This is an optimization exercise on Yosys and OpenROAD, whose aim is small area, a short achievable clock period and few clock cycles, not a production implementation.
The RTL was checked by simulation tests, not by an equivalence proof against the original design.
Power is estimated from default activity; no workload was simulated.

==> flow/design.v (excerpt) <==
module cmd_rx_check (
    input  wire         clk,
    input  wire         rst,           
    input  wire         in_valid,
    output wire         in_ready,
    input  wire [63:0]  in_data,
    input  wire         in_last,
    input  wire [3:0]   in_nbytes,     
    output reg          out_valid,
    output wire [2:0]   out_kind,
    output wire [7:0]   out_status,
    output wire [127:0] out_hdr
);
For scale: roughly 1700 cells after synthesis, ~380 flip-flops, about 210 I/O pins, ~0.018 mm^2 of cells after synthesis.
clock: 11.0 ns
lec_check: 0
cap_margin: 20
core_margin: 2
core_utilization: 40
cts_cluster_diameter: 120
cts_cluster_size: 25
place_density: 0.6
slew_margin: 20
synth_hierarchical: 1
synth_minimum_keep_size: 0
standard.sh (not shown) runs the stock make flow with config.mk's settings and CLKGATE_MAP_FILE= SYNTH_SCRIPT=/design/flow/synth_recipe.tcl, a recipe that flattens the netlist after the stock synthesis.
==> flow/flow/run.sh <==
#!/bin/bash
set -euo pipefail
MARGIN=$(cat flow/margin.txt)
bash standard.sh synth > synth.log 2>&1
bash standard.sh SETUP_SLACK_MARGIN=$MARGIN \
    "BUFFER_PORTS_ARGS=-buffer_cell sky130_fd_sc_hd__buf_2" finish > layout.log 2>&1
==> flow/flow/margin.txt <==
7.5
The baseline completed without violations.
Testbench counts at the start, summed over its fixed seeds: cycles 87,214.
Edit:
--- a/flow/config.mk
+++ b/flow/config.mk
@@ -11,2 +10,0 @@
-export CTS_CLUSTER_DIAMETER = 120
-export CTS_CLUSTER_SIZE = 25
What happened: Power came out higher by 12%. Global-route usage came out higher by 0.43 points. First-iteration DRC count came out lower by 13%. Wire length came out higher by 1.6%. Die area stays the same.
Edit:
--- a/flow/flow/run.sh
+++ b/flow/flow/run.sh
@@ -6 +6 @@
-    "BUFFER_PORTS_ARGS=-buffer_cell sky130_fd_sc_hd__buf_2" finish > layout.log 2>&1
+    "BUFFER_PORTS_ARGS=-buffer_cell sky130_fd_sc_hd__buf_1" finish > layout.log 2>&1
--- a/flow/config.mk
+++ b/flow/config.mk
@@ -10,0 +11,2 @@
+export CTS_CLUSTER_DIAMETER = 120
+export CTS_CLUSTER_SIZE = 25
After rerunning:
- combinational power drops by a few percent
- final area drops by a few percent
- worst setup slack improved by 0.032 ns
- routed wire length drops by a few percent
- final cell count drops by a few percent
- via count drops slightly
- register-to-register slack got worse by 0.02 ns
- total power drops by roughly a tenth
Edit:
==> flow/flow/run.sh (replaced) <==
#!/bin/bash
set -euo pipefail
MARGIN=$(cat flow/margin.txt)
bash standard.sh synth > synth.log 2>&1
bash standard.sh SETUP_SLACK_MARGIN=$MARGIN \
    "PRE_GLOBAL_PLACE_TCL=$PWD/flow/ports_out.tcl" \
    "BUFFER_PORTS_ARGS=-inputs -buffer_cell sky130_fd_sc_hd__buf_1" finish > layout.log 2>&1
==> flow/flow/ports_out.tcl (new file) <==
buffer_ports -outputs -buffer_cell sky130_fd_sc_hd__buf_2
Worst setup slack improved by 0.0078 ns.
Cell count goes down by 5.2%.
Die area is unchanged.
Hold slack got worse by 0.023 ns.

========
Another version of the RTL of cmd_rx_check (not shown whole).
Size in the first run: ~1700 cells after synthesis, ~380 flip-flops, about 210 I/O pins, roughly 18000 sq um of cells after synthesis.
// cmd_rx_check
module cmd_rx_check (
    input  wire         clk,
    input  wire         rst,           
    input  wire         in_valid,
    output wire         in_ready,
    input  wire [63:0]  in_data,
    input  wire         in_last,
    input  wire [3:0]   in_nbytes,     
    output reg          out_valid,
    output wire [2:0]   out_kind,
    output wire [7:0]   out_status,
    output wire [127:0] out_hdr
);
Settings: LEC_CHECK=0, CAP_MARGIN=20, CORE_MARGIN=2, CORE_UTILIZATION=40, CTS_CLUSTER_DIAMETER=120, CTS_CLUSTER_SIZE=25, PLACE_DENSITY=0.6, SLEW_MARGIN=20, SYNTH_HIERARCHICAL=1, SYNTH_MINIMUM_KEEP_SIZE=0; clock period 11.0 ns.
==> flow/flow/run.sh <==
#!/bin/bash
set -euo pipefail
MARGIN=$(cat flow/margin.txt)
bash standard.sh synth > synth.log 2>&1
bash standard.sh SETUP_SLACK_MARGIN=$MARGIN \
    "BUFFER_PORTS_ARGS=-buffer_cell sky130_fd_sc_hd__buf_2" finish > layout.log 2>&1
Scripts as last shown in full above: flow/flow/margin.txt
The baseline finished with timing, DRC and antenna clean.
Testbench counts at the start, summed over its fixed seeds: cycles 87,214.
Edit:
- CTS_CLUSTER_DIAMETER: 120 -> 100
- CTS_CLUSTER_SIZE: 25 -> 20
Outcome: The new run passed the timing, DRC and antenna checks. Global-route usage is about the same. Count of clock-buffer cells in the layout rose by 4. Design area rose slightly. First-iteration DRC count rose by a little under a tenth. Combinational power barely changes. Wire length stays flat. Hold slack degrades by 0.0059 ns.
Edit:
==> flow/flow/margin.txt (replaced) <==
7.6
- CTS_CLUSTER_DIAMETER: 100 -> 120
- CTS_CLUSTER_SIZE: 20 -> 25
The changed run passed the timing, DRC and antenna checks. First-iteration DRC count climbs slightly. Via count hardly moves. Count of clock-buffer cells in the layout drops by 4. Worst setup slack is better by 0.033 ns. Register-to-register slack is better by 0.03 ns. Die area does not change. Sequential share of layout area is about the same.
Edit:
--- a/flow/flow/run.sh
+++ b/flow/flow/run.sh
@@ -6 +6 @@
-    "BUFFER_PORTS_ARGS=-buffer_cell sky130_fd_sc_hd__buf_2" finish > layout.log 2>&1
+    "BUFFER_PORTS_ARGS=-buffer_cell sky130_fd_sc_hd__buf_1" finish > layout.log 2>&1
Combinational power stays flat.
Hold slack loses 0.0093 ns.
Core utilization is lower by 0.59 points.
Count of clock-buffer cells in the layout climbs by 2.
Sequential power hardly moves.
Final area fell by 1.3%.
Setup slack is worse by 0.026 ns.
Edit:
--- a/flow/flow/run.sh
+++ b/flow/flow/run.sh
@@ -6 +6 @@
-    "BUFFER_PORTS_ARGS=-buffer_cell sky130_fd_sc_hd__buf_1" finish > layout.log 2>&1
+    "BUFFER_PORTS_ARGS=-buffer_cell sky130_fd_sc_hd__buf_2" finish > layout.log 2>&1
==> flow/flow/margin.txt (replaced) <==
7.5
- CTS_CLUSTER_DIAMETER: 120 -> 150
- CTS_CLUSTER_SIZE: 25 -> 30
The changed run went through all stages and came out clean.
Sequential share of layout area drops by 0.38 points.
Hold slack gains 0.011 ns.
Synthesized cell count stays the same.
Total power drops by 0.47%.
Maximum frequency falls by 0.43%.
Worst setup slack degrades by 0.015 ns.
Clock power fell by 5.6%.
Cell count stays flat.
Edit:
- CTS_CLUSTER_DIAMETER: 150 -> not set
- CTS_CLUSTER_SIZE: 30 -> not set
Effect: Routed wire length climbs by 1.4%; setup slack gets worse by 0.017 ns; combinational power hardly moves; via count climbs by 1.6%; sequential share of layout area drops by 2.0 points; critical path depth is unchanged.

==> separate check: timing with driven ports <==
The flow's constraints put no driver on any port. The routed layouts listed below were extracted and timed again, unchanged, in two steps.
Step 1, drivers: a clkbuf_16 drives clk and a buf_2 each remaining input, both assumed.
Step 2 also shifts input and output timing later by t, the mid clock arrival at the registers, as if the neighbouring blocks saw the same clock.
Three values: ideal ports, drivers, drivers and shift; two values: the first two.
| run | shift t [ns] | slack for setup (ns) | hold WS [ns] | latest minus earliest clock arrival (ns) |
|---|---|---|---|---|
| the first run of note 1 | 0.597 | 7.535 / 7.480 / 7.316 | 0.368 / 0.368 / 0.368 | 0.027 / 0.027 |
| the second run of note 1 | 0.621 | 7.537 / 7.480 / 7.293 | 0.362 / 0.362 / 0.362 | 0.023 / 0.023 |
| the third run of note 1 | 0.590 | 7.569 / 7.512 / 7.232 | 0.366 / 0.366 / 0.366 | 0.037 / 0.036 |
| the fourth run of note 1 | 0.591 | 7.576 / 7.523 / 7.309 | 0.343 / 0.343 / 0.343 | 0.049 / 0.049 |
| the first run of note 2 | 0.601 | 7.500 / 7.496 / 7.242 | 0.371 / 0.371 / 0.371 | 0.024 / 0.024 |
| the second run of note 2 | 0.603 | 7.570 / 7.515 / 7.223 | 0.365 / 0.365 / 0.365 | 0.028 / 0.028 |
| the third run of note 2 | 0.597 | 7.603 / 7.573 / 7.244 | 0.371 / 0.371 / 0.371 | 0.023 / 0.023 |
| the fourth run of note 2 | 0.591 | 7.577 / 7.577 / 7.246 | 0.361 / 0.361 / 0.361 | 0.021 / 0.020 |
| the fifth run of note 2 | 0.595 | 7.562 / 7.506 / 7.244 | 0.373 / 0.373 / 0.373 | 0.028 / 0.028 |
| the sixth run of note 2 | 0.623 | 7.544 / 7.489 / 7.212 | 0.351 / 0.351 / 0.351 | 0.029 / 0.029 |
After both steps setup and hold are still met in every run listed. For the third run of note 2, which loses most, drivers alone change the setup slack by -0.030 ns; drivers and shift together by -0.359 ns.
